What follows belongs to an exercise in optimizing a design on an open flow for small area; a production flow would make more cautious choices. At most, simulation tests tie the RTL to the original design; equivalence was not proved. No functional check of the RTL was part of runs 4 to 7. Power and IR drop assume default switching activity.

### flow/config.mk
export PLATFORM = sky130hd
export DESIGN_NAME = uplink_rx
export DESIGN_NICKNAME = uplink_rx
export VERILOG_FILES = /design/flow/design.v
export SDC_FILE = /design/flow/constraint.sdc
export NUM_CORES = 4
export LEC_CHECK = 0
export ABC_AREA = 1
export CAP_MARGIN = 20
export CORE_MARGIN = 2
export CORE_UTILIZATION = 70
export CTS_BUF_LIST = sky130_fd_sc_hd__clkbuf_8 sky130_fd_sc_hd__clkbuf_16
export CTS_CLUSTER_DIAMETER = 60
export CTS_CLUSTER_SIZE = 30
export PLACE_DENSITY = 0.85
export SLEW_MARGIN = 20
### flow/constraint.sdc
create_clock -name core_clock -period 10.0 [get_ports {clk}]
set_input_delay 2.0000 -clock core_clock [delete_from_list [all_inputs] [get_ports {clk}]]
set_output_delay 2.0000 -clock core_clock [all_outputs]
set_load 0.01 [all_outputs]
### flow/design.v
module uplink_rx (
    input  wire        clk,
    input  wire        rst,           
    input  wire        port_kind,     
    input  wire        sof,           
    input  wire        bit_valid,     
    input  wire        bit_data,
    input  wire [15:0] ov_thr,        
    input  wire [15:0] uv_thr,        
    output reg         frame_done,    
    output wire [1:0]  frame_err,     
    output wire [3:0]  ftype,
    output wire [7:0]  seq,
    output wire [7:0]  len,
    output wire [31:0] status,
    output wire        val_valid,     
    output wire [4:0]  val_idx,
    output wire [15:0] val_data,
    output wire        val_ov,
    output wire        val_uv,
    output wire        val_sus
);
    localparam [31:0] CRC_POLY = 32'h04C1_1DB7;
    localparam [2:0] S_IDLE = 3'd0, S_HDR = 3'd1, S_PAY = 3'd2, S_STAT = 3'd3,
                     S_CRC = 3'd4, S_DEAD = 3'd5;
    reg [2:0]  st;
    reg [8:0]  cnt;         
    reg [4:0]  ph;          
    reg        stg;         
    reg [31:0] crc;
    reg [31:0] stat_sr;
    reg [3:0]  ft_sr;
    reg [7:0]  seq_sr;
    reg [3:0]  w_sr;        
    reg        zbad;        
    reg        rel_pend, rel_act;
    wire [8:0] nxt = cnt + 9'd1;
    wire [4:0] b   = nxt[4:0];
    wire in_hdr  = (st == S_HDR);
    wire in_pay  = (st == S_PAY);
    wire in_stat = (st == S_STAT);
    wire in_crc  = (st == S_CRC);
    reg pair_ok;
    always @(*) begin
        case (ft_sr)
            4'h8: pair_ok = !port_kind && (w_sr == 4'd12);
            4'h9: pair_ok =  port_kind && (w_sr == 4'd4);
            4'hA: pair_ok = !port_kind && (w_sr == 4'd9);
            4'hB: pair_ok = (w_sr >= 4'd1) && (w_sr <= 4'd4);
            4'hC: pair_ok = (w_sr == 4'd0);
            4'hD: pair_ok = (w_sr == 4'd0);
            4'hF: pair_ok = (w_sr == 4'd1);
            default: pair_ok = 1'b0;
        endcase
    end
    wire hdr_ok = pair_ok && !zbad && !bit_data;
    wire hdr_end  = in_hdr && (b == 5'd31);
    wire pay_end  = in_pay && (nxt[8:5] == w_sr) && (b == 5'd0);
    wire stat_end = in_stat && (b == 5'd0);
    wire crc_end  = in_crc && (b == 5'd31);
    wire crc_ok = &crc;
    wire dead   = (st == S_DEAD);
    always @(posedge clk) begin
        if (rst) begin
            st         <= S_IDLE;
            frame_done <= 1'b0;
            rel_pend   <= 1'b0;
            rel_act    <= 1'b0;
        end else begin
            frame_done <= 1'b0;
            if (sof) begin
                st <= S_HDR;
            end else if (bit_valid) begin
                if (hdr_end) begin
                    st <= hdr_ok ? S_PAY : S_DEAD;
                    frame_done <= !hdr_ok;
                end
                if (pay_end)  st <= S_STAT;
                if (stat_end) st <= S_CRC;
                if (crc_end) begin
                    st <= S_IDLE;
                    frame_done <= 1'b1;
                end
            end
            if (frame_done && !dead && crc_ok && (w_sr != 4'd0))
                rel_pend <= 1'b1;
            else if (ph == 5'd23)
                rel_pend <= 1'b0;
            if (rel_pend && ph == 5'd23)
                rel_act <= 1'b1;
            else if (ph == {w_sr, 1'b1} - 5'd2)
                rel_act <= 1'b0;
        end
    end
    always @(posedge clk) begin
        ph <= (rst || ph == 5'd23) ? 5'd0 : ph + 5'd1;
        if (sof)
            cnt <= 9'd479;
        else if (bit_valid)
            cnt <= nxt;
        if (bit_valid) begin
            stg <= bit_data;
            crc <= {crc[30:0], bit_data ^ in_hdr} ^ ((crc[31] && !in_hdr) ? CRC_POLY : 32'd0);
        end
        if (bit_valid && in_hdr) begin
            if (b <= 5'd11) {ft_sr, seq_sr} <= {ft_sr[2:0], seq_sr, bit_data};
            if (b >= 5'd14 && b <= 5'd17) w_sr <= {w_sr[2:0], bit_data};
        end
        if (sof)
            zbad <= 1'b0;
        else if (bit_valid && in_hdr && (b == 5'd12 || b == 5'd13 || b >= 5'd18) && bit_data)
            zbad <= 1'b1;
        if (bit_valid && (in_pay || (in_stat && !stat_end)))
            stat_sr <= {stat_sr[30:0], bit_data};
    end
    wire [4:0] wi = cnt[8:4];
    wire       wslot = in_pay && (ph[2:0] == wi[2:0]) && (wi[4:3] != 2'd3);
    wire [1:0] dq = ph[4:3] - wi[4:3];
    wire [1:0] q  = (dq == 2'd3) ? 2'd2 : (ph[4:3] == 2'd0 && wi[4:3] == 2'd2) ? 2'd1 : dq;
    wire we0 = wslot && (q == 2'd0);
    wire we1 = wslot && (q == 2'd1);
    wire we2 = wslot && (q == 2'd2);
    genvar l;
    generate
        for (l = 0; l < 16; l = l + 1) begin : lane
            reg [23:0] r;
            wire sel = (cnt[3:0] == l);
            always @(posedge clk) begin
                r <= {r[22:16], (we2 && sel) ? stg : r[15],
                      r[14:8],  (we1 && sel) ? stg : r[7],
                      r[6:0],   (we0 && sel) ? stg : r[23]};
            end
            assign val_data[15 - l] = r[23];
        end
    endgenerate
    assign val_valid = rel_act;
    assign val_idx   = ph;
    wire cells = w_sr[3] & w_sr[2];
    assign val_ov  = cells && (val_data > ov_thr);
    assign val_uv  = cells && (val_data < uv_thr);
    assign val_sus = cells && ((val_data > 16'd50000) || stat_sr[25]);
    assign frame_err = {!dead && !crc_ok, dead};
    assign ftype  = ft_sr;
    assign seq    = seq_sr;
    assign len    = {2'b00, w_sr, 2'b00};
    assign status = stat_sr;
endmodule
### flow/run.sh
#!/bin/bash
# synth_recipe.tcl (not shown) runs the flow's synth.tcl, then flattens the netlist and writes it again
# the make line also repeats each setting of config.mk as NAME=value (left out here)
make -C /OpenROAD-flow-scripts/flow DESIGN_CONFIG=/design/flow/config.mk WORK_HOME=/design/flow/orfs CLKGATE_MAP_FILE= SYNTH_SCRIPT=/design/flow/synth_recipe.tcl finish
==> impl_metrics.ini, run 1 <==
[yosys]
synth_edf_count = 81
post-synth-top-area-fraction_pct = 58.8
async_flop_share_pct = 0
syn-instance-count = 1080
yosys.area.top_type = dfxtp_1
syn_area_sq_um = 13800
synth_flop_cell = dfxtp_1
syn-mean-instance-area_sq_um = 12.8
synth_area_leaders = dfxtp_1 (59%), edfxtp_1 (18%), nand2_1 (4.7%)
yosys.cell_count.top_type = dfxtp_1
yosysWarnings = 1
synth-seq-cells = 486
synth.top_cells.by_count = dfxtp_1 (405), nand2_1 (172), inv_1 (84), edfxtp_1 (81), nor2_1 (53)
ys_seq_area_share_pct = 76.4
synth_cell_type_count = 45

[worst_setup_path]
path_class = in2out
critPathLaunchType = primary input
r2r_end = lane[10].r[16]$_DFF_P_
end_kind = output pin
path_max_fanout = 2
required_ns = 8.00
r2r_cells = 8
arrival_ns = 4.23
reg2reg_slack_ns = 7.29
reg2reg_from = ph[3]$_SDFF_PP0_

[floorplanning]
rows = 51
die_y_um = 144
dieArea_sq_um = 20800
die_x_um = 144
coreArea_sq_um = 19400
pin_count = 118
start_util_pct = 71.1

[global_route]
grt_start_max_net_pins = 49
track_usage_pct = 22.6
antenna_found_initial = 0
grt_pass1_wl_um = 36500
grt.overflow.total = 0
grt_pass1_vias = 7332

[placed_design]
dpl_cell_area_sq_um = 15100
gp_congestion = 0.875
io_buffers = 113
hpwl_um = 15400

[pwr]
p_leak_nw = 6.22
power.density_nw_per_um2 = 201
total_power_w = 0.00317
irDropWorstVdd_uv = 162

[clock_network]
cts_tree = done
cts_root_buf = clkbuf_16
post_cts_buffers = 0
numCtsBuffers = 22
max-clock-path-buffers = 3
clock_latency_ns = 0.53
cts_hold_buf = 0
numClockSinks = 486
htree_levels = 1
path_clk_slew_ns = 0.10
post_cts_resized = 0

[sta]
tightestPinTransition_ns = 1.06
fin_setup_tns_ns = 0
drv_slew = 0
hold_viol = 0
max_freq_mhz = 161
finalCritPeriodShare_pct = 62.3
period_minus_slack_ns = 6.23
finalClockSkew_ns = 0.0191
maxSlewHeadroom_pct = 28.9
setup_violations = 0
rsz0062_at_grt = false

[worst_hold_path]
hold_path_end = lane[12].r[18]$_DFF_P_
worstHoldPathCells = 0
min_path_type = reg2reg
hold_path_startpoint = lane[12].r[17]$_DFF_P_

[route]
avgRoutedWirePerCell_um = 16.1
drc = 0
drt-initial-drc-count = 519
finalWirelength_um = 23600
final_antenna_net_count = 0
vias_per_cell = 5.14
vias = 7526
drt-pass1-iter-count = 5

[cells_and_area]
num_antenna_cells = 0
fill_cells = 1059
nets = 1266
layout-drive-gt1-share_pct = 4.92
finalInstanceArea_sq_um = 15700
syn_to_final_growth_pct = 14.2

[flow_run]
maxCapViolations = 0

[outcome]
status = timing/DRC/antenna clean
cell families after synthesis:
group	count (synthesis)	synth area share, %
other	1	0.0272
XOR/XNOR	23	1.59
AO/OA/AOI/OAI	116	4.74
AND/OR/NAND/NOR	295	9.54
buffers and inverters	119	4.06
flip-flops	486	76.4
adder cells (fa/ha/maj)	40	3.63
report_power, final:
part	internal (W)	leakage [nW]	total, W	switching, W
logic	0.0000458	1.86	0.000113	0.0000677
clock network	0.000448	0.343	0.00104	0.000588
registers	0.00201	4.02	0.00202	0.0000169
total	0.00250	6.22	0.00317	0.000672
metrics by stage:
| stage | setup WS (ns) | utilization [%] | hold WS, ns | instances |
|---|---|---|---|---|
| after floorplan | 4.28 | - | 0.310 | 1083 |
| after global placement | 3.82 | 77.6 | 0.309 | 1429 |
| after detailed placement | 3.78 | 77.6 | 0.312 | 1429 |
| after CTS | 3.77 | 81.2 | 0.320 | 1463 |
| after global routing | 3.61 | 81.2 | 0.322 | 1463 |
| final | 3.77 | 81.2 | 0.320 | 1463 |
how the worst max path moves through the flow:
stage | from | end | cells after the start
2_1_floorplan | bit_valid | stat_sr[0]$_DFFE_PP_ | 2
4_1_cts | ov_thr[11] | val_ov | 10
5_1_grt | ov_thr[3] | val_ov | 11
3_3_place_gp | ov_thr[11] | val_ov | 10
3_5_place_dp | ov_thr[15] | val_ov | 9
6_report | ov_thr[11] | val_ov | 10
sequential cells by signal, summed over array words and instances, names as in the netlist:
signal / count
lane.r: 384
cnt: 9
stg: 1
frame_done: 1
ph: 5
crc: 32
zbad: 1
stat_sr: 32
seq_sr: 8
st: 3
ft_sr: 4
rel_pend: 1
w_sr: 4
rel_act: 1
critical path, stage by stage:
cell	delay, ns
clkdlybuf4s50_1	0.46
inv_1	0.04
ha_1	0.29
nand2_1	0.07
or2_2	0.29
a21oi_1	0.13
nor3_1	0.06
a31o_2	0.22
a21oi_1	0.11
clkdlybuf4s50_1	0.55
layout make-up:
class | instances | area, sq um | share of cell area (%)
flip-flops and latches | 486 | 10500 | 66.9
multi-input cells | 478 | 2720 | 17.2
repair buffers | 116 | 1150 | 7.30
clock buffers | 24 | 589 | 3.74
well taps | 265 | 332 | 2.11
inverters | 84 | 315 | 2.00
clock inverters | 10 | 104 | 0.660
cell usage in the layout (no fill, tap or decap), drive strengths merged, types with 17 or more instances in the layout:
cell type	Yosys	layout
a21oi	32	32
clkbuf	9	24
clkdlybuf4s50	0	112
dfxtp	405	405
edfxtp	81	81
ha	40	40
inv	84	92
nand2	177	177
nand3	24	24
nand4	17	17
nor2	57	57
o21ai	61	61
xnor2	17	17
metal layers:
layer	wire [um]	up-vias	global-route usage, %
met2	11500	201	38.8
met3	1330	33	3.58
li1	-	3721	-
met1	10400	3571	30.6
met5	0	-	0
met4	391	0	5.31
==> run 2: changes to the inputs <==
==> flow/config.mk (replaced) <==
export PLATFORM = sky130hd
export DESIGN_NAME = uplink_rx
export DESIGN_NICKNAME = uplink_rx
export VERILOG_FILES = /design/flow/design.v
export SDC_FILE = /design/flow/constraint.sdc
export NUM_CORES = 4
export LEC_CHECK = 0
export CAP_MARGIN = 20
export CORE_MARGIN = 2
export CORE_UTILIZATION = 40
export PLACE_DENSITY = 0.6
export SLEW_MARGIN = 20
==> run 2 against run 1 <==
Effect of this change: final area grew 8.1%; synthesized cell count shrank 6.8%; register-to-register slack lost 0.43 ns; final cell count grew 9.8%; largest power group unchanged; wire length grew 7.5%; first-iteration DRC count shrank 26%.
==> impl_metrics.ini, run 2 <==
[outcome]
status = timing/DRC/antenna clean

[yosys]
yosys.area_share.simple_pct = 7.31
synth_area_leaders = dfxtp_1 (58%), edfxtp_1 (17%), mux2_2 (3.8%)
synthXorXnorAreaFrac_pct = 2.18
synth_flop_cell = dfxtp_1
async_flop_share_pct = 0
synth_cell_type_count = 61
post-synth-top-area-fraction_pct = 57.6
syn-mean-instance-area_sq_um = 14.0
synth-compound-area-share_pct = 4.53
synth.top_cells.by_count = dfxtp_1 (405), edfxtp_1 (81), nor2_1 (53), mux2_2 (48), nand2_1 (46)
yosys.cell_count.top_type = dfxtp_1
synth-seq-cells = 486
synthAdderAreaFrac_pct = 3.56
synth_top_family_by_area = simple AND/OR/NAND/NOR gates
syn-instance-count = 1007
yosysWarnings = 1
yosys.area.top_type = dfxtp_1
synthMuxAreaShare_pct = 3.84
syn_area_sq_um = 14100
ys_seq_area_share_pct = 74.9
synth_edf_count = 81

[worst_setup_path]
reg2reg_slack_ns = 6.86
slowest_stage = or4_1
critPathLaunchType = primary input
path_max_fanout = 3
path_class = in2out
endpoint = val_ov
end_kind = output pin
reg2reg_from = cnt[0]$_SDFFE_PP1P_
crit_start = ov_thr[15]
crit_chain = clkdlybuf4s50_1, inv_1, ha_1, nand4_1, or4_1, nand3_1, or3_1, o22ai_1, clkdlybuf4s50_1
r2r_cells = 7
crit_path_frequent_cell = clkdlybuf4s50_1
required_ns = 8.00
r2r_end = st[1]$_SDFFE_PP0P_
arrival_ns = 4.41
critical-path-max-stage-delay_ns = 0.57

[global_route]
busiest_layer = met2
grtUsageMet2_pct = 21.0
track_usage_pct = 14.0
use_met3_pct = 3.27
gr-usage-met1_pct = 19.7
grt_start_max_net_pins = 56
grt_pass1_vias = 7236
grt_pass1_wl_um = 39600
antenna_found_initial = 0
grt.overflow.total = 0

[clock_network]
path_clk_slew_ns = 0.06
clock_latency_ns = 0.55
cts_root_buf = clkbuf_16
numClockSinks = 486
cts_hold_buf = 0
cts_tree = done
numCtsBuffers = 46
max-clock-path-buffers = 3
post_cts_resized = 0
post_cts_buffers = 0
htree_levels = 2

[cells_and_area]
syn_to_final_growth_pct = 21.0
final_common_cell = dfxtp_1
nets = 1195
num_antenna_cells = 0
seqCellArea_sq_um = 10500
final_cells = 1607
fill_cells = 2985
layout-drive-gt1-share_pct = 12.1
regMostFlops = lane.r
top_regs = lane.r x384, crc x32, stat_sr x32
finalInstanceArea_sq_um = 17000
multi_input_area_sq_um = 3040
largest_reg_flops = 384
fin_util_pct = 49.1
mostFrequentLayoutCells = dfxtp_1 (405), clkdlybuf4s50_1 (112), edfxtp_1 (81), nor2_1 (53), mux2_2 (48)

[route]
vias_per_cell = 4.66
vias = 7483
drt-pass1-iter-count = 4
final_antenna_net_count = 0
avgRoutedWirePerCell_um = 15.8
finalWirelength_um = 25400
drc = 0
drt-initial-drc-count = 384

[placed_design]
io_buffers = 113
place_inst = 1524
dpl_cell_area_sq_um = 15500
hpwl_um = 16100
gp_congestion = 0.743

[sta]
maxSlewHeadroom_pct = 29.6
tightestPinTransition_ns = 1.06
finalClockSkew_ns = 0.0183
setup_violations = 0
finalCritPeriodShare_pct = 64.1
max_freq_mhz = 156
rsz0062_at_grt = false
period_minus_slack_ns = 6.41
hold_viol = 0
drv_slew = 0
fin_setup_tns_ns = 0

[pwr]
irDropWorstVdd_uv = 143
p_leak_nw = 6.68
total_power_w = 0.00391
power.density_nw_per_um2 = 230

[floorplanning]
rows = 68
start_util_pct = 40.6
pin_count = 118
dieArea_sq_um = 36700
die_y_um = 192
die_x_um = 192
coreArea_sq_um = 34600

[worst_hold_path]
min_path_type = reg2reg

[flow_run]
maxCapViolations = 0
run 2: how the worst min path moves through the flow:
stage	from	end	depth (start not counted)
after floorplan	lane[0].r[9]$_DFF_P_	lane[0].r[10]$_DFF_P_	0
after global placement	lane[3].r[8]$_DFF_P_	lane[3].r[9]$_DFF_P_	0
after detailed placement	lane[3].r[14]$_DFF_P_	lane[3].r[15]$_DFF_P_	0
after CTS	lane[1].r[11]$_DFF_P_	lane[1].r[12]$_DFF_P_	0
after global routing	lane[10].r[0]$_DFF_P_	lane[10].r[1]$_DFF_P_	0
final	lane[1].r[11]$_DFF_P_	lane[1].r[12]$_DFF_P_	0
run 2: area by class of cell:
cell class	instances	area share [%]
Clock buffer	64	7.98
Clock inverter	19	1.20
Inverter	39	0.860
Multi-Input combinational cell	427	17.9
Sequential cell	486	61.9
Tap cell	455	3.35
Timing Repair Buffer	117	6.79
run 2: metrics by stage:
stage	setup WS [ns]	hold slack (ns)
CTS	3.54	0.317
global placement	3.55	0.310
detailed placement	3.54	0.312
floorplan	4.80	0.310
finish	3.59	0.315
global route	3.47	0.322
run 2: critical path: cells and delay by family:
kind | cells | cell delay (ns)
AO/OA/AOI/OAI | 1 | 0.08
AND/OR/NAND/NOR | 4 | 1.01
buffers and inverters | 3 | 1.00
adder cells (fa/ha/maj) | 1 | 0.30
run 2: cell families (layout without fill, tap and decap cells):
logic type,count (synthesis),count (layout)
buf+inv,97,239
compound gates,96,96
other cells,1,4
fa+ha+maj,40,40
mux,48,48
simple gates,204,204
flops,486,486
xor+xnor,35,35
run 2: where the power goes:
part           internal, W  switching (W)
Combinational    0.0000570      0.0000719
Sequential         0.00201      0.0000268
Clock              0.00103       0.000714
run 2: metal layers:
layer | part of all wire [%] | vias to the layer above
li1 | - | 3641
met1 | 49 | 3614
met2 | 43 | 183
met3 | 5.5 | 45
met4 | 2.2 | 0
met5 | 0 | -
==> run 3: changes to the inputs <==
==> flow/flow/run.sh (new file) <==
#!/bin/bash
# Standard ORFS layout, with the smallest buffer on the ports and no CTS dummy loads.
set -euo pipefail
export BUFFER_PORTS_ARGS="-buffer_cell sky130_fd_sc_hd__buf_1"
export CTS_ARGS="-sink_clustering_enable -repair_clock_nets -dont_use_dummy_load -sink_clustering_size 30 -sink_clustering_max_diameter 60 -buf_list {sky130_fd_sc_hd__clkbuf_8 sky130_fd_sc_hd__clkbuf_16}"
bash standard.sh > standard.log 2>&1
==> flow/standard.sh (new file) <==
#!/bin/bash
# synth_recipe.tcl (not shown) runs the flow's synth.tcl, then flattens the netlist and writes it again
# the make line also repeats each setting of config.mk as NAME=value (left out here)
make -C /OpenROAD-flow-scripts/flow DESIGN_CONFIG=/design/flow/config.mk WORK_HOME=/design/flow/orfs CLKGATE_MAP_FILE= SYNTH_SCRIPT=/design/flow/synth_recipe.tcl "${@:-finish}"
--- a/flow/config.mk
+++ b/flow/config.mk
@@ -7,6 +7,10 @@
 export LEC_CHECK = 0
+export ABC_AREA = 1
 export CAP_MARGIN = 20
 export CORE_MARGIN = 2
-export CORE_UTILIZATION = 40
-export PLACE_DENSITY = 0.6
+export CORE_UTILIZATION = 70
+export CTS_BUF_LIST = sky130_fd_sc_hd__clkbuf_8 sky130_fd_sc_hd__clkbuf_16
+export CTS_CLUSTER_DIAMETER = 60
+export CTS_CLUSTER_SIZE = 30
+export PLACE_DENSITY = 0.85
 export SLEW_MARGIN = 20
removed: flow/run.sh
==> run 3 against run 2 <==
Effect of this change: sequential share of layout area up 8.7 points; die area down 43%; hold slack worse by 0.024 ns; clock-buffer cell count down 41; critical path depth up 1; utilization up 28 points; area after synthesis down 2.0%; global-route usage up 8.6 points; setup slack better by 0.95 ns; combinational power down 21%; critical path type unchanged.
==> impl_metrics.ini, run 3 <==
[clock_network]
max-clock-path-buffers = 3
post_cts_buffers = 0
clock_latency_ns = 0.54
cts_tree = done
htree_levels = 1
cts_root_buf = clkbuf_16
post_cts_resized = 0
numCtsBuffers = 23
cts_hold_buf = 0
path_clk_slew_ns = 0.09
numClockSinks = 486

[route]
vias = 7602
top_layer_used = met4
final_antenna_net_count = 0
avgRoutedWirePerCell_um = 16.1
finalWirelength_um = 23400
wl_met1_um = 10400
drt-pass1-iter-count = 5
drt-initial-drc-count = 493
wl_met3_um = 1230
drc = 0
vias_per_cell = 5.23
wl_met2_um = 11400

[floorplanning]
die_x_um = 144
rows = 51
die_y_um = 144
pin_count = 118
dieArea_sq_um = 20800
start_util_pct = 71.1
coreArea_sq_um = 19400

[pwr]
p_sw_share_pct = 20.2
switching_power_w = 0.000621
total_power_w = 0.00307
power.density_nw_per_um2 = 206
p_leak_nw = 5.88
irDropWorstVdd_uv = 154
seqPwrFrac_pct = 65.8
p_int_w = 0.00245
p_comb_share_pct = 3.3
p_clk_share_pct = 30.9

[yosys]
post-synth-top-area-fraction_pct = 58.8
synth.top_cells.by_count = dfxtp_1 (405), nand2_1 (172), inv_1 (84), edfxtp_1 (81), nor2_1 (53)
synth-seq-cells = 486
yosysWarnings = 1
ys_seq_area_share_pct = 76.4
syn_area_sq_um = 13800
syn-mean-instance-area_sq_um = 12.8
yosys.cell_count.top_type = dfxtp_1
async_flop_share_pct = 0
synth_flop_cell = dfxtp_1
syn-instance-count = 1080
synth_area_leaders = dfxtp_1 (59%), edfxtp_1 (18%), nand2_1 (4.7%)
synth_cell_type_count = 45
synth_edf_count = 81
yosys.area.top_type = dfxtp_1

[worst_setup_path]
arrival_ns = 3.45
end_kind = output pin
path_class = in2out
path_max_fanout = 2
critPathLaunchType = primary input
required_ns = 8.00

[cells_and_area]
mostFrequentLayoutCells = dfxtp_1 (405), nand2_1 (172), buf_1 (112), inv_1 (84), edfxtp_1 (81)
syn_to_final_growth_pct = 8.28
regMostFlops = lane.r
num_antenna_cells = 0
largest_reg_flops = 384
top_regs = lane.r x384, crc x32, stat_sr x32
nets = 1268
fill_cells = 1149
layout-drive-gt1-share_pct = 4.21
final_cells = 1453
final_common_cell = dfxtp_1

[global_route]
grt.overflow.total = 0
antenna_found_initial = 0
grt_start_max_net_pins = 49
grt_pass1_wl_um = 36100
grt_pass1_vias = 7446
track_usage_pct = 22.6

[placed_design]
gp_congestion = 0.844
place_inst = 1430
io_buffers = 113
hpwl_um = 15700

[sta]
maxSlewHeadroom_pct = 29.4
finalCritPeriodShare_pct = 54.5
setup_violations = 0
finalClockSkew_ns = 0.0445
fin_setup_tns_ns = 0
fin_hold_ws_ns = 0.291
hold_viol = 0
drv_slew = 0
rsz0062_at_grt = false
tightestPinTransition_ns = 1.05
period_minus_slack_ns = 5.45
max_freq_mhz = 183

[flow_run]
maxCapViolations = 0

[worst_hold_path]
min_path_type = reg2reg

[outcome]
status = timing/DRC/antenna clean
==> run 3: power by group through the flow <==
| stage | sequential, W | clock [W] | combinational (W) |
|---|---|---|---|
| floorplan | 0.00206 | 0 | 0.0000724 |
| global placement | 0.00207 | 0 | 0.0000960 |
| detailed placement | 0.00207 | 0 | 0.000100 |
| CTS | 0.00202 | 0.000964 | 0.000102 |
| global route | 0.00202 | 0.00103 | 0.000114 |
| finish | 0.00202 | 0.000948 | 0.000102 |
==> run 3: final timing paths <==
kind / from / end / slack [ns] / cells past startpoint
setup / recovery: ov_thr[9] / val_ov / 4.55 / 10
hold / removal: lane[11].r[14]$_DFF_P_ / lane[11].r[15]$_DFF_P_ / 0.29 / 0
setup reg to reg: ph[3]$_SDFF_PP0_ / lane[10].r[16]$_DFF_P_ / 7.29 / 8
hold reg to reg: lane[11].r[14]$_DFF_P_ / lane[11].r[15]$_DFF_P_ / 0.29 / 0
==> run 3: stage by stage <==
step / instance area, sq um / setup slack, ns / util [%]
after floorplan: 13800 / 4.28 / -
after global placement: 14400 / 4.60 / 74.0
after detailed placement: 14400 / 4.56 / 74.0
after CTS: 14900 / 4.56 / 77.0
after global routing: 14900 / 4.33 / 77.0
final: 14900 / 4.55 / 77.0
==> run 3: cell families after synthesis <==
kind of cell	count (synthesis)	synth area share (%)
adders and majority gates	40	3.63
DFF	486	76.4
other	1	0.0272
xor gates and xnor gates	23	1.59
AOI/OAI and AO/OA	116	4.74
buffers and inverters	119	4.06
and+or+nand+nor	295	9.54
==> run 3: worst max-delay path, stage by stage <==
cell	delay, ns
buf_1	0.07
inv_1	0.04
ha_1	0.30
a21oi_1	0.07
or2_2	0.27
a21oi_1	0.13
nor3_1	0.06
a31o_2	0.23
a21oi_1	0.12
buf_1	0.16
==> run 3: area by class of cell <==
type | count | area (sq um) | share of cell area [%]
sequential | 486 | 10500 | 70.6
multi-input combinational | 478 | 2720 | 18.2
clock buffer | 23 | 576 | 3.85
timing repair buffer | 117 | 455 | 3.05
tap | 265 | 332 | 2.22
inverter | 84 | 315 | 2.11
==> run 3: per-layer routing <==
| layer | vias to the layer above | track usage, % |
|---|---|---|
| li1 | 3714 | - |
| met1 | 3606 | 30.2 |
| met2 | 247 | 38.5 |
| met3 | 35 | 3.38 |
| met4 | 0 | 7.05 |
| met5 | - | 0 |
==> run 4: changes to the inputs <==
--- a/flow/design.v
+++ b/flow/design.v
@@ -28,3 +28,3 @@
     reg [4:0]  ph;          
-    reg        stg;         
+    reg [3:0]  stg;         
     reg [31:0] crc;
@@ -101,3 +101,3 @@
         if (bit_valid) begin
-            stg <= bit_data;
+            stg[nxt[1:0]] <= bit_data;
             crc <= {crc[30:0], bit_data ^ in_hdr} ^ ((crc[31] && !in_hdr) ? CRC_POLY : 32'd0);
@@ -115,9 +115,8 @@
     end
-    wire [4:0] wi = cnt[8:4];
-    wire       wslot = in_pay && (ph[2:0] == wi[2:0]) && (wi[4:3] != 2'd3);
-    wire [1:0] dq = ph[4:3] - wi[4:3];
-    wire [1:0] q  = (dq == 2'd3) ? 2'd2 : (ph[4:3] == 2'd0 && wi[4:3] == 2'd2) ? 2'd1 : dq;
-    wire we0 = wslot && (q == 2'd0);
-    wire we1 = wslot && (q == 2'd1);
-    wire we2 = wslot && (q == 2'd2);
+    wire       wen = in_pay || in_stat || in_crc;
+    wire [3:0] wj  = cnt[3:0];
+    wire [4:0] wi  = cnt[8:4];
+    wire [4:0] ph1 = ph + 5'd1;
+    wire       eq0 = (ph == wi);           
+    wire       eq1 = (ph1 == wi);          
     genvar l;
@@ -126,8 +125,7 @@
             reg [23:0] r;
-            wire sel = (cnt[3:0] == l);
-            always @(posedge clk) begin
-                r <= {r[22:16], (we2 && sel) ? stg : r[15],
-                      r[14:8],  (we1 && sel) ? stg : r[7],
-                      r[6:0],   (we0 && sel) ? stg : r[23]};
-            end
+            wire cur  = (wj >= l) && (wj <= l + 3);
+            wire prev = (l >= 13) && (wj <= l - 13);
+            wire we   = wen && ((cur && eq0) || (prev && eq1));
+            always @(posedge clk)
+                r <= {r[22:0], we ? stg[l % 4] : r[23]};
             assign val_data[15 - l] = r[23];
@@ -137,6 +135,16 @@
     assign val_idx   = ph;
+    function automatic gt16(input [15:0] a, input [15:0] b);
+        integer k;
+        reg c;
+        begin
+            c = 1'b0;
+            for (k = 0; k < 16; k = k + 1)
+                c = (a[k] & ~b[k]) | ((a[k] | ~b[k]) & c);
+            gt16 = c;
+        end
+    endfunction
     wire cells = w_sr[3] & w_sr[2];
-    assign val_ov  = cells && (val_data > ov_thr);
-    assign val_uv  = cells && (val_data < uv_thr);
-    assign val_sus = cells && ((val_data > 16'd50000) || stat_sr[25]);
+    assign val_ov  = cells && gt16(val_data, ov_thr);
+    assign val_uv  = cells && gt16(uv_thr, val_data);
+    assign val_sus = cells && (gt16(val_data, 16'd50000) || stat_sr[25]);
     assign frame_err = {!dead && !crc_ok, dead};
==> flow/flow/run.sh (replaced) <==
#!/bin/bash
# Standard ORFS layout, with the smallest buffer on the ports and no CTS dummy loads.
set -euo pipefail
export BUFFER_PORTS_ARGS="-buffer_cell sky130_fd_sc_hd__buf_1"
export CTS_ARGS="-sink_clustering_enable -repair_clock_nets -dont_use_dummy_load -sink_clustering_size 40 -sink_clustering_max_diameter 45 -buf_list {sky130_fd_sc_hd__clkbuf_16}"
bash standard.sh > standard.log 2>&1
--- a/flow/config.mk
+++ b/flow/config.mk
@@ -10,7 +10,4 @@
 export CORE_MARGIN = 2
-export CORE_UTILIZATION = 70
-export CTS_BUF_LIST = sky130_fd_sc_hd__clkbuf_8 sky130_fd_sc_hd__clkbuf_16
-export CTS_CLUSTER_DIAMETER = 60
-export CTS_CLUSTER_SIZE = 30
-export PLACE_DENSITY = 0.85
+export CORE_UTILIZATION = 85
+export PLACE_DENSITY = 0.92
 export SLEW_MARGIN = 20
==> run 4 against run 3 <==
Effect of this change: the run now fails in clock tree synthesis (4_1_cts); synthesized cell count decreased by 6.9%; area after synthesis decreased by 3.2%.
==> impl_metrics.ini, run 4 <==
[outcome]
status = did not finish
stop_stage = clock tree synthesis (4_1_cts)
tool.error = [ERROR DPL-0033] detailed placement checks failed during check placement.

[yosys]
synth-seq-cells = 489
post-synth-top-area-fraction_pct = 60.7
syn-instance-count = 1006
syn_area_sq_um = 13300
yosysWarnings = 1
synth.top_cells.by_count = dfxtp_1 (405), nand2_1 (134), inv_1 (105), edfxtp_1 (84), o21ai_0 (42)
synth_area_leaders = dfxtp_1 (61%), edfxtp_1 (19%), nand2_1 (3.8%)
synth_cell_type_count = 52
yosys.cell_count.top_type = dfxtp_1
ys_seq_area_share_pct = 79.6
synth_edf_count = 84
syn-mean-instance-area_sq_um = 13.3
synth_flop_cell = dfxtp_1
async_flop_share_pct = 0
yosys.area.top_type = dfxtp_1

[clock_network]
numClockSinks = 489
post_cts_resized = 0
numCtsBuffers = 34
cts_hold_buf = 0
max-clock-path-buffers = 3
htree_levels = 2
post_cts_buffers = 0
cts_root_buf = clkbuf_16

[placed_design]
dpl_cell_area_sq_um = 13900
gp_congestion = 0.875
dp_slack_ns = 4.26
place_inst = 1307
io_buffers = 113
hpwl_um = 20700

[floorplanning]
die_y_um = 129
start_util_pct = 87.5
die_x_um = 129
rows = 45
pin_count = 118
-- run 4: cell count changes after synthesis, sizes merged, moves of 6 or more --
cell    before  now
xor2         5   20
nand3       24   17
ha          40   11
nand2      177  141
nor3        10   18
o22ai        2   13
o211ai       7    1
inv         84  110
o21ai       61   43
a21oi       32   23
nor2        57   28
-- run 4: kinds of logic after synthesis --
logic type	after synthesis	synth area share, %
flops	489	79.6
simple gates	230	7.88
buf+inv	140	4.73
compound gates	102	4.51
xor+xnor	32	2.10
fa+ha+maj	11	1.03
other cells	1	0.0281
mux	1	0.0750
-- run 4: power groups by stage --
stage,Clock [W],Sequential (W),Combinational [W]
2_1_floorplan,0,0.00208,0.0000812
3_3_place_gp,0,0.00209,0.000104
3_5_place_dp,0,0.00209,0.000120
-- run 4: how the worst max path moves through the flow --
stage                           end  cells after the start
2_1_floorplan  stat_sr[0]$_DFFE_PP_                      3
3_3_place_gp                 val_ov                     21
3_5_place_dp                 val_ov                     21
-- run 4: per-stage QoR --
stage	utilization (%)	power, W
2_1_floorplan	-	0.00216
3_3_place_gp	90.9	0.00219
3_5_place_dp	90.9	0.00221
==> run 5: changes to the inputs <==
==> flow/flow/run.sh (replaced) <==
#!/bin/bash
# Standard ORFS layout, with the smallest buffer on the ports and no CTS dummy loads.
set -euo pipefail
export BUFFER_PORTS_ARGS="-buffer_cell sky130_fd_sc_hd__buf_1"
export CTS_ARGS="-sink_clustering_enable -repair_clock_nets -dont_use_dummy_load -sink_clustering_size 18 -sink_clustering_max_diameter 40 -buf_list {sky130_fd_sc_hd__clkbuf_8}"
bash standard.sh > standard.log 2>&1
--- a/flow/config.mk
+++ b/flow/config.mk
@@ -10,4 +10,4 @@
 export CORE_MARGIN = 2
-export CORE_UTILIZATION = 85
-export PLACE_DENSITY = 0.92
+export CORE_UTILIZATION = 80
+export PLACE_DENSITY = 0.9
 export SLEW_MARGIN = 20
==> run 5 against run 4 <==
Effect of this change: now clean on timing, DRC and antenna; area after synthesis unchanged; synthesized cell count unchanged.
==> impl_metrics.ini, run 5 <==
[outcome]
status = timing/DRC/antenna clean

[cells_and_area]
layout-drive-gt1-share_pct = 5.99
regMostFlops = lane.r
top_regs = lane.r x384, crc x32, stat_sr x32
mostFrequentLayoutCells = dfxtp_1 (405), nand2_1 (134), buf_1 (112), inv_1 (105), edfxtp_1 (84)
num_antenna_cells = 0
final_cells = 1355
syn_to_final_growth_pct = 8.02
largest_reg_flops = 384
finalInstanceArea_sq_um = 14400
fill_cells = 685
final_common_cell = dfxtp_1
nets = 1186

[clock_network]
htree_levels = 2
numCtsBuffers = 39
clock_latency_ns = 0.55
cts_hold_buf = 0
post_cts_resized = 0
cts_tree = done
numClockSinks = 489
path_clk_slew_ns = 0.09
cts_root_buf = clkbuf_8
post_cts_buffers = 0
max-clock-path-buffers = 3

[placed_design]
gp_congestion = 0.891
io_buffers = 113
dpl_cell_area_sq_um = 13900
hpwl_um = 16000
place_inst = 1316

[pwr]
p_sw_share_pct = 21.2
irDropWorstVdd_uv = 150
p_int_w = 0.00241
p_leak_nw = 5.83
power.density_nw_per_um2 = 212
p_clk_share_pct = 29.5
p_comb_share_pct = 3.7
seqPwrFrac_pct = 66.7
switching_power_w = 0.000650

[yosys]
yosys.cell_count.top_type = dfxtp_1
async_flop_share_pct = 0
syn-mean-instance-area_sq_um = 13.3
synth_cell_type_count = 52
synth.top_cells.by_count = dfxtp_1 (405), nand2_1 (134), inv_1 (105), edfxtp_1 (84), o21ai_0 (42)
synth-seq-cells = 489
ys_seq_area_share_pct = 79.6
synth_edf_count = 84
yosys.area.top_type = dfxtp_1
syn_area_sq_um = 13300
post-synth-top-area-fraction_pct = 60.7
synth_flop_cell = dfxtp_1
yosysWarnings = 1
syn-instance-count = 1006
synth_area_leaders = dfxtp_1 (61%), edfxtp_1 (19%), nand2_1 (3.8%)

[sta]
setup_violations = 0
finalCritPeriodShare_pct = 58.5
drv_slew = 0
period_minus_slack_ns = 5.85
tightestPinTransition_ns = 0.961
maxSlewHeadroom_pct = 35.1
max_freq_mhz = 171
fin_setup_tns_ns = 0
hold_viol = 0
rsz0062_at_grt = false
finalClockSkew_ns = 0.0554

[route]
drt-pass1-iter-count = 5
finalWirelength_um = 25300
drc = 0
avgRoutedWirePerCell_um = 18.6
vias_per_cell = 5.46
drt-initial-drc-count = 580
vias = 7403
final_antenna_net_count = 0

[global_route]
grt_pass1_vias = 7500
antenna_found_initial = 0
grt_start_max_net_pins = 43
grt.overflow.total = 0
track_usage_pct = 29.4
grt_pass1_wl_um = 39800

[worst_setup_path]
r2r_cells = 11
required_ns = 8.00
reg2reg_from = cnt[0]$_SDFFE_PP1P_
reg2reg_slack_ns = 7.08
endpoint = val_ov
critPathLaunchType = primary input
end_kind = output pin
path_max_fanout = 2
r2r_end = w_sr[2]$_DFFE_PP_
crit_start = ov_thr[1]
arrival_ns = 3.85
path_class = in2out

[flow_run]
maxCapViolations = 0

[floorplanning]
die_y_um = 133
start_util_pct = 81.1
die_x_um = 133
coreArea_sq_um = 16500
dieArea_sq_um = 17700
rows = 47
pin_count = 118

[worst_hold_path]
min_path_type = reg2reg
worstHoldPathCells = 0
[run 5: cell counts after synthesis]
Identical to the previous run, type by type.
[run 5: final cells by class]
type / count / area, sq um / share of cell area, %
Tap cell: 220 / 275 / 1.91
Inverter: 111 / 419 / 2.91
Multi-Input combinational cell: 380 / 2110 / 14.6
Timing Repair Buffer: 116 / 448 / 3.11
Clock buffer: 39 / 537 / 3.72
Sequential cell: 489 / 10600 / 73.7
[run 5: power by group through the flow]
stage	logic, W	clock network, W	registers, W
3_5_place_dp	0.000109	0	0.00209
5_1_grt	0.000127	0.000983	0.00205
4_1_cts	0.000113	0.000917	0.00204
2_1_floorplan	0.0000812	0	0.00208
6_report	0.000114	0.000903	0.00204
3_3_place_gp	0.000103	0	0.00209
[run 5: stage by stage]
stage	power (W)	worst slack (ns)	utilization (%)	hold slack (ns)
after floorplan	0.00216	4.80	-	0.310
after global placement	0.00219	4.67	84.3	0.310
after detailed placement	0.00220	4.45	84.3	0.312
after CTS	0.00307	4.22	87.6	0.282
after global routing	0.00316	4.00	87.6	0.281
final	0.00306	4.15	87.6	0.281
[run 5: worst min path at each step]
stage | start | to | slack [ns]
after global routing | lane[10].r[6]$_DFF_P_ | lane[10].r[7]$_DFF_P_ | 0.28
after CTS | lane[10].r[6]$_DFF_P_ | lane[10].r[7]$_DFF_P_ | 0.28
after detailed placement | lane[0].r[7]$_DFF_P_ | lane[0].r[8]$_DFF_P_ | 0.31
after floorplan | lane[0].r[9]$_DFF_P_ | lane[0].r[10]$_DFF_P_ | 0.31
after global placement | lane[11].r[16]$_DFF_P_ | lane[11].r[17]$_DFF_P_ | 0.31
final | lane[10].r[6]$_DFF_P_ | lane[10].r[7]$_DFF_P_ | 0.28
[run 5: kinds of logic (layout without fill, tap and decap cells)]
kind of cell	Yosys count	in the layout	synth area share, %
DFF	489	489	79.6
other	1	4	0.0281
AOI/OAI and AO/OA	102	102	4.51
muxes	1	1	0.0750
buffers and inverters	140	266	4.73
and+or+nand+nor	230	230	7.88
xor gates and xnor gates	32	32	2.10
adders and majority gates	11	11	1.03
[run 5: metal layers]
| metal | share of wire, % | GRT usage, % |
|---|---|---|
| met3 | 7.0 | 6.74 |
| met1 | 40 | 36.4 |
| met5 | 0 | 0 |
| met2 | 49 | 50.5 |
| met4 | 3.9 | 12.3 |
[run 5: worst max-delay path, stage by stage]
cell,delay [ns]
buf_1,0.09
inv_1,0.07
nand2_1,0.07
o21ai_0,0.14
nand2_1,0.10
nand2_1,0.07
nand2_1,0.05
nand2_1,0.07
nand2_1,0.09
nand2_1,0.08
nand2_1,0.06
nand2_1,0.06
nand2_1,0.05
nand2_1,0.08
nand2_1,0.07
nand2_1,0.08
nand2_1,0.07
nand2_1,0.07
nand2_1,0.07
a21oi_1,0.22
buf_1,0.19
==> run 6: changes to the inputs <==
==> flow/flow/run.sh (replaced) <==
#!/bin/bash
# The standard ORFS layout with three changes:
#  - synthesis: the same script (synth_recipe.tcl), but ABC maps with an
#    area-oriented script (flow/area.abc); registers are mapped before ABC
#    and are unchanged;
#  - the port buffers are sky130_fd_sc_hd__buf_1;
#  - CTS clusters sinks under clkbuf_8 buffers, without dummy loads.
set -euo pipefail
W=$PWD
{ head -n 1 synth_recipe.tcl; cat flow/abc_override.tcl; tail -n +2 synth_recipe.tcl; } > flow_synth.tcl
sed "s#SYNTH_SCRIPT=[^ ]*#SYNTH_SCRIPT=$W/flow_synth.tcl#" standard.sh > flow_standard.sh
grep -q "SYNTH_SCRIPT=$W/flow_synth.tcl" flow_standard.sh
export AREA_ABC_SCRIPT=$W/flow/area.abc
export BUFFER_PORTS_ARGS="-buffer_cell sky130_fd_sc_hd__buf_1"
export CTS_ARGS="-sink_clustering_enable -repair_clock_nets -dont_use_dummy_load -sink_clustering_size 18 -sink_clustering_max_diameter 40 -buf_list {sky130_fd_sc_hd__clkbuf_8}"
bash flow_standard.sh > standard.log 2>&1
==> flow/flow/abc_override.tcl (new file) <==
# Run ABC with an area-oriented script (flow/area.abc) in place of ORFS's.
proc abc {args} {
  set i [lsearch -exact $args -script]
  if {$i >= 0} { lset args [expr {$i + 1}] $::env(AREA_ABC_SCRIPT) }
  yosys abc {*}$args
}
==> flow/flow/area.abc (new file) <==
strash; dc2; dch -f; map -a; mfs2; strash; dch -f; map -a; topo; dnsize -c
==> run 6 against run 5 <==
Effect of this change: die area shrank 3.7%; critical path depth shrank 8; clock skew grew 0.017 ns; register-to-register slack lost 0.90 ns; clock power is essentially flat; synthesized cell count shrank 12%.
==> impl_metrics.ini, run 6 <==
[sta]
tightestPinTransition_ns = 1.06
period_minus_slack_ns = 6.42
rsz0062_at_grt = false
finalClockSkew_ns = 0.0723
setup_violations = 0
drv_slew = 0
fin_setup_tns_ns = 0
finalCritPeriodShare_pct = 64.2
max_freq_mhz = 156
postLayoutSetupSlackWorst_ns = 3.58
hold_viol = 0
maxSlewHeadroom_pct = 29.4

[cells_and_area]
fill_cells = 590
mostFrequentLayoutCells = dfxtp_1 (405), buf_1 (112), edfxtp_1 (84), clkinv_1 (64), nor2_1 (53)
syn_to_final_growth_pct = 8.51
layout-drive-gt1-share_pct = 4.21
num_antenna_cells = 0
seqCellArea_sq_um = 10600
largest_reg_flops = 384
final_common_cell = dfxtp_1
multi_input_area_sq_um = 1830
regMostFlops = lane.r
top_regs = lane.r x384, crc x32, stat_sr x32
nets = 1072

[yosys]
yosys.cell_count.top_type = dfxtp_1
synthXorXnorAreaFrac_pct = 2.25
syn-instance-count = 886
synth-seq-cells = 489
synthMuxAreaShare_pct = 0
synth_area_leaders = dfxtp_1 (63%), edfxtp_1 (20%), clkinv_1 (1.9%)
synth_cell_type_count = 33
synth_top_family_by_area = compound AO/OA/AOI/OAI gates
synthAdderAreaFrac_pct = 1.07
yosysWarnings = 1
synth.top_cells.by_count = dfxtp_1 (405), edfxtp_1 (84), clkinv_1 (64), nor2_1 (53), nand2_1 (42)
yosys.area_share.simple_pct = 4.67
synth_flop_cell = dfxtp_1
synth-compound-area-share_pct = 6.08
async_flop_share_pct = 0
post-synth-top-area-fraction_pct = 63.2
synth_edf_count = 84
syn-mean-instance-area_sq_um = 14.5
ys_seq_area_share_pct = 82.8
yosys.area.top_type = dfxtp_1
syn_area_sq_um = 12800

[floorplanning]
dieArea_sq_um = 17100
rows = 46
pin_count = 118
start_util_pct = 81.4
die_x_um = 131
coreArea_sq_um = 15800
die_y_um = 131

[global_route]
grt_start_max_net_pins = 48
antenna_found_initial = 0
grt_pass1_vias = 7279
track_usage_pct = 31.4
grt.overflow.total = 0
grt_pass1_wl_um = 39200

[flow_run]
maxCapViolations = 0

[pwr]
power.density_nw_per_um2 = 219
switching_power_w = 0.000647
irDropWorstVdd_uv = 177
seqPwrFrac_pct = 67.1
p_clk_share_pct = 29.6
p_sw_share_pct = 21.3
p_leak_nw = 5.13
p_int_w = 0.00240
p_comb_share_pct = 3.3

[route]
drc = 0
drt-pass1-iter-count = 5
drt-initial-drc-count = 601
wl_met3_um = 2310
finalWirelength_um = 26000
avgRoutedWirePerCell_um = 21.0
vias = 7115
wl_met1_um = 10200
final_antenna_net_count = 0
vias_per_cell = 5.75
wl_met2_um = 12400
top_layer_used = met4

[clock_network]
cts_root_buf = clkbuf_8
numCtsBuffers = 38
htree_levels = 2
path_clk_slew_ns = 0.11
cts_hold_buf = 0
cts_tree = done
post_cts_buffers = 0
post_cts_resized = 0
max-clock-path-buffers = 3
clock_latency_ns = 0.57
numClockSinks = 489

[worst_setup_path]
end_kind = output pin
path_max_fanout = 2
arrival_ns = 4.42
path_class = in2out
critPathLaunchType = primary input
required_ns = 8.00

[outcome]
status = timing/DRC/antenna clean

[placed_design]
io_buffers = 113
gp_congestion = 0.861
dp_slack_ns = 3.89
hpwl_um = 15900

[worst_hold_path]
min_path_type = reg2reg
[run 6: changes by cell type after synthesis, sizes merged, moves of 7 or more]
cell / delta
a21oi: +14
clkinv: +63
inv: -110
o21ai: -16
nand2: -99
a31oi: +10
o22ai: +7
xnor2: +9
a22oi: +7
nor2: +25
xor2: -8
[run 6: layout make-up]
cell class,count,area share [%]
well taps,216,1.94
flip-flops and latches,489,76.3
multi-input cells,315,13.1
clock buffers,38,3.75
repair buffers,115,3.16
inverters,64,1.72
[run 6: layer usage]
layer	track usage, %	up-vias
met2	53.2	465
met1	38.1	3321
li1	-	3214
met3	8.92	115
met4	13.3	0
met5	0	-
[run 6: cell families (layout without fill, tap and decap cells)]
family                     count (synthesis)  after routing
other                                      1              4
buffers and inverters                     85            217
adders and majority gates                 11             11
and+or+nand+nor                          139            139
xor gates and xnor gates                  33             33
DFF                                      489            489
AOI/OAI and AO/OA                        128            128
[run 6: power by group through the flow]
stage	combinational, W	sequential [W]	clock (W)
2_1_floorplan	0.0000621	0.00208	0
3_3_place_gp	0.0000897	0.00208	0
3_5_place_dp	0.0000956	0.00209	0
4_1_cts	0.0000982	0.00204	0.000909
5_1_grt	0.000110	0.00204	0.000976
6_report	0.000101	0.00204	0.000901
[run 6: final timing paths]
check,startpoint,to,slack [ns],depth (start not counted)
hold reg to reg,lane[1].r[4]$_DFF_P_,lane[1].r[5]$_DFF_P_,0.30,0
hold / removal,lane[1].r[4]$_DFF_P_,lane[1].r[5]$_DFF_P_,0.30,0
setup reg to reg,cnt[2]$_SDFFE_PP1P_,st[1]$_SDFFE_PP0P_,6.18,15
setup / recovery,uv_thr[2],val_uv,3.58,13
[run 6: metrics by stage]
stage	instance area [sq um]	power [W]	cells	hold WS (ns)	util, %
floorplan	12800	0.00214	889	0.310	-
global placement	13400	0.00217	1199	0.309	85.0
detailed placement	13400	0.00218	1199	0.312	85.0
CTS	13900	0.00305	1237	0.290	88.3
global route	13900	0.00313	1237	0.292	88.3
finish	13900	0.00304	1237	0.300	88.3
[run 6: worst max-delay path, stage by stage]
cell	delay [ns]
buf_1	0.15
o22ai_1	0.13
o21ai_0	0.35
o21a_1	0.18
a221oi_1	0.05
o21ai_0	0.25
a221oi_1	0.14
o21ai_0	0.17
o221ai_1	0.17
a21oi_1	0.20
o22ai_1	0.12
a211oi_1	0.31
buf_1	0.20
==> run 7: changes to the inputs <==
==> flow/flow/area.abc (replaced) <==
strash; ifraig; scorr; dc2; strash; &get -n; &dch -f; &nf -R 1000; &put; topo; dnsize -c
==> run 7 against run 6 <==
Effect of this change: combinational power about the same; still clean; setup slack got worse by 1.6 ns; area after synthesis up 0.48%; register-to-register slack improved by 0.17 ns; global-route usage rose by 0.95 points; largest power group unchanged.
==> impl_metrics.ini, run 7 <==
[placed_design]
hpwl_um = 16500
dp_slack_ns = 2.46
dpl_cell_area_sq_um = 13500
io_buffers = 113
gp_congestion = 0.852

[worst_setup_path]
path_class = in2out
end_kind = output pin
path_max_fanout = 1
reg2reg_from = cnt[2]$_SDFFE_PP1P_
arrival_ns = 5.98
r2r_cells = 11
required_ns = 8.00
crit_start = uv_thr[0]
critPathLaunchType = primary input

[cells_and_area]
fin_util_pct = 88.4
top_regs = lane.r x384, crc x32, stat_sr x32
seqCellArea_sq_um = 10600
layout-drive-gt1-share_pct = 4.24
final_common_cell = dfxtp_1
multi_input_area_sq_um = 1990
regMostFlops = lane.r
mostFrequentLayoutCells = dfxtp_1 (405), buf_1 (112), edfxtp_1 (84), clkbuf_8 (39), clkinv_1 (36)
finalInstanceArea_sq_um = 14000
syn_to_final_growth_pct = 8.47
nets = 1041
largest_reg_flops = 384
fill_cells = 592

[route]
drt-initial-drc-count = 555
vias_per_cell = 5.86
vias = 7076
final_antenna_net_count = 0
drt-pass1-iter-count = 6
avgRoutedWirePerCell_um = 22.3
drc = 0
finalWirelength_um = 26900

[clock_network]
htree_levels = 2
cts_tree = done
clock_latency_ns = 0.56
cts_root_buf = clkbuf_8
post_cts_buffers = 0
path_clk_slew_ns = 0.11
numCtsBuffers = 39
max-clock-path-buffers = 3
numClockSinks = 489
post_cts_resized = 0
cts_hold_buf = 0

[worst_hold_path]
worstHoldPathCells = 0
min_path_type = reg2reg
hold_path_startpoint = lane[12].r[7]$_DFF_P_

[floorplanning]
pin_count = 118
rows = 46
coreArea_sq_um = 15800
dieArea_sq_um = 17200
die_y_um = 131
die_x_um = 131
start_util_pct = 81.5

[global_route]
grt.overflow.total = 0
grt_pass1_wl_um = 39900
grt_start_max_net_pins = 53
track_usage_pct = 32.3
antenna_found_initial = 1
grt_pass1_vias = 7174

[pwr]
irDropWorstVdd_uv = 136
total_power_w = 0.00306
p_leak_nw = 5.11
power.density_nw_per_um2 = 218

[sta]
finalClockSkew_ns = 0.0557
max_freq_mhz = 125
finalCritPeriodShare_pct = 79.8
setup_violations = 0
tightestPinTransition_ns = 1.03
drv_slew = 0
rsz0062_at_grt = false
hold_viol = 0
postLayoutSetupSlackWorst_ns = 2.02
maxSlewHeadroom_pct = 31.6
fin_setup_tns_ns = 0
period_minus_slack_ns = 7.98

[yosys]
synth.top_cells.by_count = dfxtp_1 (405), edfxtp_1 (84), clkinv_1 (36), a21oi_1 (35), nor2_1 (34)
syn-instance-count = 856
syn_area_sq_um = 12900
yosysWarnings = 1
post-synth-top-area-fraction_pct = 62.9
syn-mean-instance-area_sq_um = 15.1
synth_cell_type_count = 50
yosys.area.top_type = dfxtp_1
synth_edf_count = 84
synth_flop_cell = dfxtp_1
async_flop_share_pct = 0
ys_seq_area_share_pct = 82.4
synth_area_leaders = dfxtp_1 (63%), edfxtp_1 (20%), xnor2_1 (2.0%)
yosys.cell_count.top_type = dfxtp_1
synth-seq-cells = 489

[flow_run]
maxCapViolations = 0

[outcome]
status = timing/DRC/antenna clean
## run 7: cell count changes after synthesis, sizes merged, moves of 4 or more
cell / delta
clkinv: -28
nor2: -19
o22ai: -14
nand2: -12
maj3: +10
xnor2: +8
nand2b: +6
nor3: +4
xor2: -4
## run 7: worst max-delay path, cell delays in order
cell       delay [ns]
buf_1            0.10
nor2b_1          0.16
maj3_1           0.37
maj3_1           0.38
maj3_1           0.46
maj3_1           0.39
o21ai_0          0.08
o2bb2ai_1        0.16
a21o_1           0.15
a2bb2oi_1        0.15
maj3_1           0.39
o21ai_0          0.14
nand2_1          0.21
a22o_1           0.27
o221a_1          0.12
a221oi_1         0.21
nor3_1           0.09
buf_1            0.14
## run 7: layout make-up
class / instances / area share, %
diodes: 1 / 0.0179
clock buffers: 39 / 3.84
inverters: 36 / 0.966
multi-input cells: 313 / 14.2
flip-flops and latches: 489 / 76.0
well taps: 216 / 1.93
repair buffers: 113 / 3.04
## run 7: worst paths after layout
check,to,slack [ns]
worst max-delay path,val_uv,2.02
worst min-delay path,lane[12].r[8]$_DFF_P_,0.29
worst max register to register,st[0]$_SDFFE_PP0P_,6.35
worst min register to register,lane[12].r[8]$_DFF_P_,0.29
## run 7: layer usage
layer	vias to the layer above	global-route usage [%]	routed length, um
met2	466	53.6	13000
met1	3328	38.4	10300
met4	0	16.1	1280
met3	126	10.3	2400
met5	-	0	0
li1	3156	-	-
## run 7: kinds of logic (layout without fill, tap and decap cells)
family	Yosys count	after routing	synth area share (%)
XOR/XNOR	37	37	2.51
other	1	5	0.0291
adder cells (fa/ha/maj)	21	21	1.84
multiplexers	5	5	0.417
buffers and inverters	57	188	2.27
flip-flops	489	489	82.4
AO/OA/AOI/OAI	115	115	5.62
AND/OR/NAND/NOR	131	131	4.91
## run 7: report_power, final
group / total [W] / internal (W) / switching (W) / leakage [nW]
clock network: 0.000911 / 0.000351 / 0.000560 / 0.280
logic: 0.000101 / 0.0000347 / 0.0000666 / 0.772
registers: 0.00204 / 0.00202 / 0.0000220 / 4.05
## run 7: stage by stage
step	std cells	hold WS, ns
4_1_cts	1206	0.296
5_1_grt	1206	0.296
2_1_floorplan	859	0.310
3_5_place_dp	1167	0.312
3_3_place_gp	1167	0.310
6_report	1207	0.291
==> run 8: changes to the inputs <==
--- a/flow/design.v
+++ b/flow/design.v
@@ -23,4 +23,4 @@
     localparam [31:0] CRC_POLY = 32'h04C1_1DB7;
-    localparam [2:0] S_IDLE = 3'd0, S_HDR = 3'd1, S_PAY = 3'd2, S_STAT = 3'd3,
-                     S_CRC = 3'd4, S_DEAD = 3'd5;
+    localparam [2:0] S_IDLE = 3'b000, S_DEAD = 3'b001, S_HDR = 3'b010,
+                     S_PAY = 3'b100, S_STAT = 3'b101, S_CRC = 3'b110;
     reg [2:0]  st;
@@ -115,3 +115,3 @@
     end
-    wire       wen = in_pay || in_stat || in_crc;
+    wire       wen = st[2];
     wire [3:0] wj  = cnt[3:0];
@@ -129,4 +129,4 @@
             always @(posedge clk)
-                r <= {r[22:0], we ? stg[l % 4] : r[23]};
-            assign val_data[15 - l] = r[23];
+                r <= {r[22:0], we ? ~stg[l % 4] : r[23]};
+            assign val_data[15 - l] = ~r[23];
         end
--- a/flow/flow/run.sh
+++ b/flow/flow/run.sh
@@ -6,3 +6,3 @@
 #  - the port buffers are sky130_fd_sc_hd__buf_1;
-#  - CTS clusters sinks under clkbuf_8 buffers, without dummy loads.
+#  - CTS clusters sinks under clkbuf_16 buffers, without dummy loads.
 set -euo pipefail
@@ -14,3 +14,3 @@
 export BUFFER_PORTS_ARGS="-buffer_cell sky130_fd_sc_hd__buf_1"
-export CTS_ARGS="-sink_clustering_enable -repair_clock_nets -dont_use_dummy_load -sink_clustering_size 18 -sink_clustering_max_diameter 40 -buf_list {sky130_fd_sc_hd__clkbuf_8}"
+export CTS_ARGS="-sink_clustering_enable -repair_clock_nets -dont_use_dummy_load -sink_clustering_size 36 -sink_clustering_max_diameter 50 -buf_list {sky130_fd_sc_hd__clkbuf_16}"
 bash flow_standard.sh > standard.log 2>&1
==> flow/flow/area.abc (replaced) <==
strash; dc2; dch -f; map -a; mfs2; strash; dch -f; map -a; topo; dnsize -c
==> run 8 against run 7 <==
Effect of this change: still clean; final cell count is 1.7% higher; clock skew is 0.0079 ns lower; largest cell class unchanged; clock-buffer cell count is 14 lower; via count is 2.5% higher; largest power group unchanged.
==> impl_metrics.ini, run 8 <==
[pwr]
irDropWorstVdd_uv = 170
p_leak_nw = 5.16
p_sw_share_pct = 20.7
seqPwrFrac_pct = 64.8
p_clk_share_pct = 32.0
p_comb_share_pct = 3.2
switching_power_w = 0.000654
p_int_w = 0.00250
power.density_nw_per_um2 = 224

[worst_setup_path]
path_class = in2out
path_max_fanout = 2
end_kind = output pin
required_ns = 8.00
critPathLaunchType = primary input
arrival_ns = 4.41

[sta]
finalClockSkew_ns = 0.0479
hold_viol = 0
drv_slew = 0
maxSlewHeadroom_pct = 24.4
rsz0062_at_grt = false
tightestPinTransition_ns = 1.13
max_freq_mhz = 156
fin_setup_tns_ns = 0
finalCritPeriodShare_pct = 64.1
period_minus_slack_ns = 6.41
setup_violations = 0

[clock_network]
post_cts_resized = 0
numClockSinks = 489
clock_latency_ns = 0.55
htree_levels = 1
numCtsBuffers = 25
post_cts_buffers = 0
path_clk_slew_ns = 0.12
max-clock-path-buffers = 3
cts_hold_buf = 0
cts_root_buf = clkbuf_16
cts_tree = done

[floorplanning]
dieArea_sq_um = 16900
pin_count = 118
die_x_um = 130
start_util_pct = 81.0
coreArea_sq_um = 15700
rows = 46
die_y_um = 130

[route]
drt-initial-drc-count = 676
avgRoutedWirePerCell_um = 22.8
drt-pass1-iter-count = 5
vias_per_cell = 5.91
final_antenna_net_count = 0
vias = 7254
finalWirelength_um = 28000
drc = 0

[yosys]
yosysWarnings = 1
yosys.area.top_type = dfxtp_1
syn-mean-instance-area_sq_um = 14.6
syn-instance-count = 874
synth_area_leaders = dfxtp_1 (64%), edfxtp_1 (20%), clkinv_1 (1.9%)
synth-seq-cells = 489
yosys.cell_count.top_type = dfxtp_1
synth_edf_count = 84
async_flop_share_pct = 0
syn_area_sq_um = 12700
synth_cell_type_count = 33
ys_seq_area_share_pct = 83.5
synth_flop_cell = dfxtp_1
post-synth-top-area-fraction_pct = 63.7
synth.top_cells.by_count = dfxtp_1 (405), edfxtp_1 (84), clkinv_1 (65), nor2_1 (59), nand2_1 (47)

[global_route]
track_usage_pct = 33.2
grt_pass1_wl_um = 41300
antenna_found_initial = 0
grt_pass1_vias = 7272
grt.overflow.total = 0
grt_start_max_net_pins = 48

[placed_design]
hpwl_um = 15400
gp_congestion = 0.833
place_inst = 1203
io_buffers = 113

[cells_and_area]
num_antenna_cells = 0
nets = 1063
layout-drive-gt1-share_pct = 3.26
syn_to_final_growth_pct = 10.4
final_common_cell = dfxtp_1
top_regs = lane.r x384, crc x32, stat_sr x32
regMostFlops = lane.r
mostFrequentLayoutCells = dfxtp_1 (405), buf_1 (112), edfxtp_1 (84), clkinv_1 (65), nor2_1 (59)
final_cells = 1228
largest_reg_flops = 384

[outcome]
status = timing/DRC/antenna clean

[worst_hold_path]
min_path_type = reg2reg

[flow_run]
maxCapViolations = 0
## run 8: cell types whose count changed in the layout (fill, tap and decap cells not counted), moves of 11 or more
| cell | previous run | this run |
|---|---|---|
| nor3_1 | 19 | 8 |
| nor2_1 | 33 | 59 |
| clkbuf_8 | 39 | 0 |
| clkinv_1 | 36 | 65 |
| clkbuf_16 | 0 | 25 |
| nand2_1 | 30 | 47 |
## run 8: metal layers
metal / up-vias / track usage [%] / routed length (um)
met5: - / 0 / 0
met4: 0 / 15.2 / 1490
met3: 118 / 8.08 / 2470
met2: 489 / 57.8 / 13800
met1: 3460 / 39.5 / 10300
li1: 3187 / - / -
## run 8: cell families (layout without fill, tap and decap cells)
group | Yosys count | count (layout) | synth area share, %
AND/OR/NAND/NOR | 152 | 152 | 5.14
other | 1 | 4 | 0.0294
buffers and inverters | 70 | 205 | 2.21
flip-flops | 489 | 489 | 83.5
XOR/XNOR | 35 | 35 | 2.41
AO/OA/AOI/OAI | 116 | 116 | 5.65
adder cells (fa/ha/maj) | 11 | 11 | 1.08
## run 8: final cells by class
type | count | area, sq um
multi-input combinational | 318 | 1850
sequential | 489 | 10600
tap | 216 | 270
clock buffer | 25 | 626
fill | 557 | 1650
inverter | 65 | 244
timing repair buffer | 115 | 438
## run 8: worst max-delay path, stage by stage
cell and delay, ns:
buf_1 0.17, a22oi_1 0.11, a21oi_1 0.27, o221ai_1 0.18, a21oi_1 0.21, o22ai_1 0.13, a21oi_1 0.19, o22ai_1 0.10
nand2_1 0.09, o221ai_1 0.16, nand3_1 0.16, o221ai_1 0.15, a21oi_1 0.25, a211oi_1 0.08, buf_1 0.18
## run 8: final timing paths
kind                                 to  slack [ns]                   from  cells after the start
setup / recovery                 val_ov        3.59              ov_thr[2]                     15
hold / removal    lane[6].r[18]$_DFF_P_        0.29  lane[6].r[17]$_DFF_P_                      0
setup reg to reg     st[1]$_SDFFE_PP0P_        6.33    cnt[0]$_SDFFE_PP1P_                     15
hold reg to reg   lane[6].r[18]$_DFF_P_        0.29  lane[6].r[17]$_DFF_P_                      0
## run 8: through the flow
| stage | worst slack, ns | util (%) | hold slack [ns] | total power, W | cell area [sq um] |
|---|---|---|---|---|---|
| finish | 3.59 | 89.5 | 0.289 | 0.00315 | 14100 |
| global route | 3.52 | 89.5 | 0.289 | 0.00322 | 14100 |
| CTS | 3.68 | 89.5 | 0.294 | 0.00315 | 14100 |
| detailed placement | 3.91 | 85.5 | 0.312 | 0.00217 | 13400 |
| global placement | 4.12 | 85.5 | 0.310 | 0.00216 | 13400 |
| floorplan | 4.55 | - | 0.310 | 0.00214 | 12700 |
## run 8: power by group through the flow
stage | Sequential [W] | Combinational, W | Clock (W)
floorplan | 0.00208 | 0.0000566 | 0
global placement | 0.00208 | 0.0000801 | 0
detailed placement | 0.00209 | 0.0000867 | 0
CTS | 0.00204 | 0.0000968 | 0.00101
global route | 0.00205 | 0.000107 | 0.00107
finish | 0.00204 | 0.000100 | 0.00101

==> separate check: timing with driven ports <==
The results above use ideal ports. As a check the final layouts listed here were re-extracted and re-timed, cells and wires unchanged.
Step 1 assumes that a clkbuf_16 drives the clock port and a buf_2 every other input.
Step 2 moves the port delays by t, midway between the first and last clock arrival at a register: inputs arrive t later, outputs are due t later. That takes back most of the time a late clock gives input paths.
Three values: no drivers, after step 1, after step 2; two values: the first two.
| run | t (ns) | setup WS [ns] | hold slack, ns | slew at the worst register clock pin (ns) |
|---|---|---|---|---|
| run 1 | 0.570 | 3.774 / 3.746 / 3.746 | 0.320 / 0.320 / 0.320 | 0.11 / 0.11 |
| run 2 | 0.593 | 3.591 / 3.565 / 3.565 | 0.315 / 0.315 / 0.315 | 0.07 / 0.07 |
| run 3 | 0.562 | 4.545 / 4.512 / 4.512 | 0.291 / 0.291 / 0.291 | 0.11 / 0.11 |
| run 5 | 0.569 | 4.150 / 4.106 / 4.106 | 0.281 / 0.281 / 0.281 | 0.11 / 0.11 |
| run 6 | 0.576 | 3.579 / 3.547 / 3.547 | 0.300 / 0.300 / 0.300 | 0.11 / 0.11 |
| run 7 | 0.576 | 2.018 / 1.970 / 1.970 | 0.291 / 0.291 / 0.291 | 0.11 / 0.11 |
| run 8 | 0.576 | 3.595 / 3.568 / 3.568 | 0.289 / 0.289 / 0.289 | 0.12 / 0.12 |
After both steps every run listed still meets setup and hold. For run 7, which loses most, drivers alone change the setup slack by -0.048 ns; drivers and shift together by -0.048 ns.
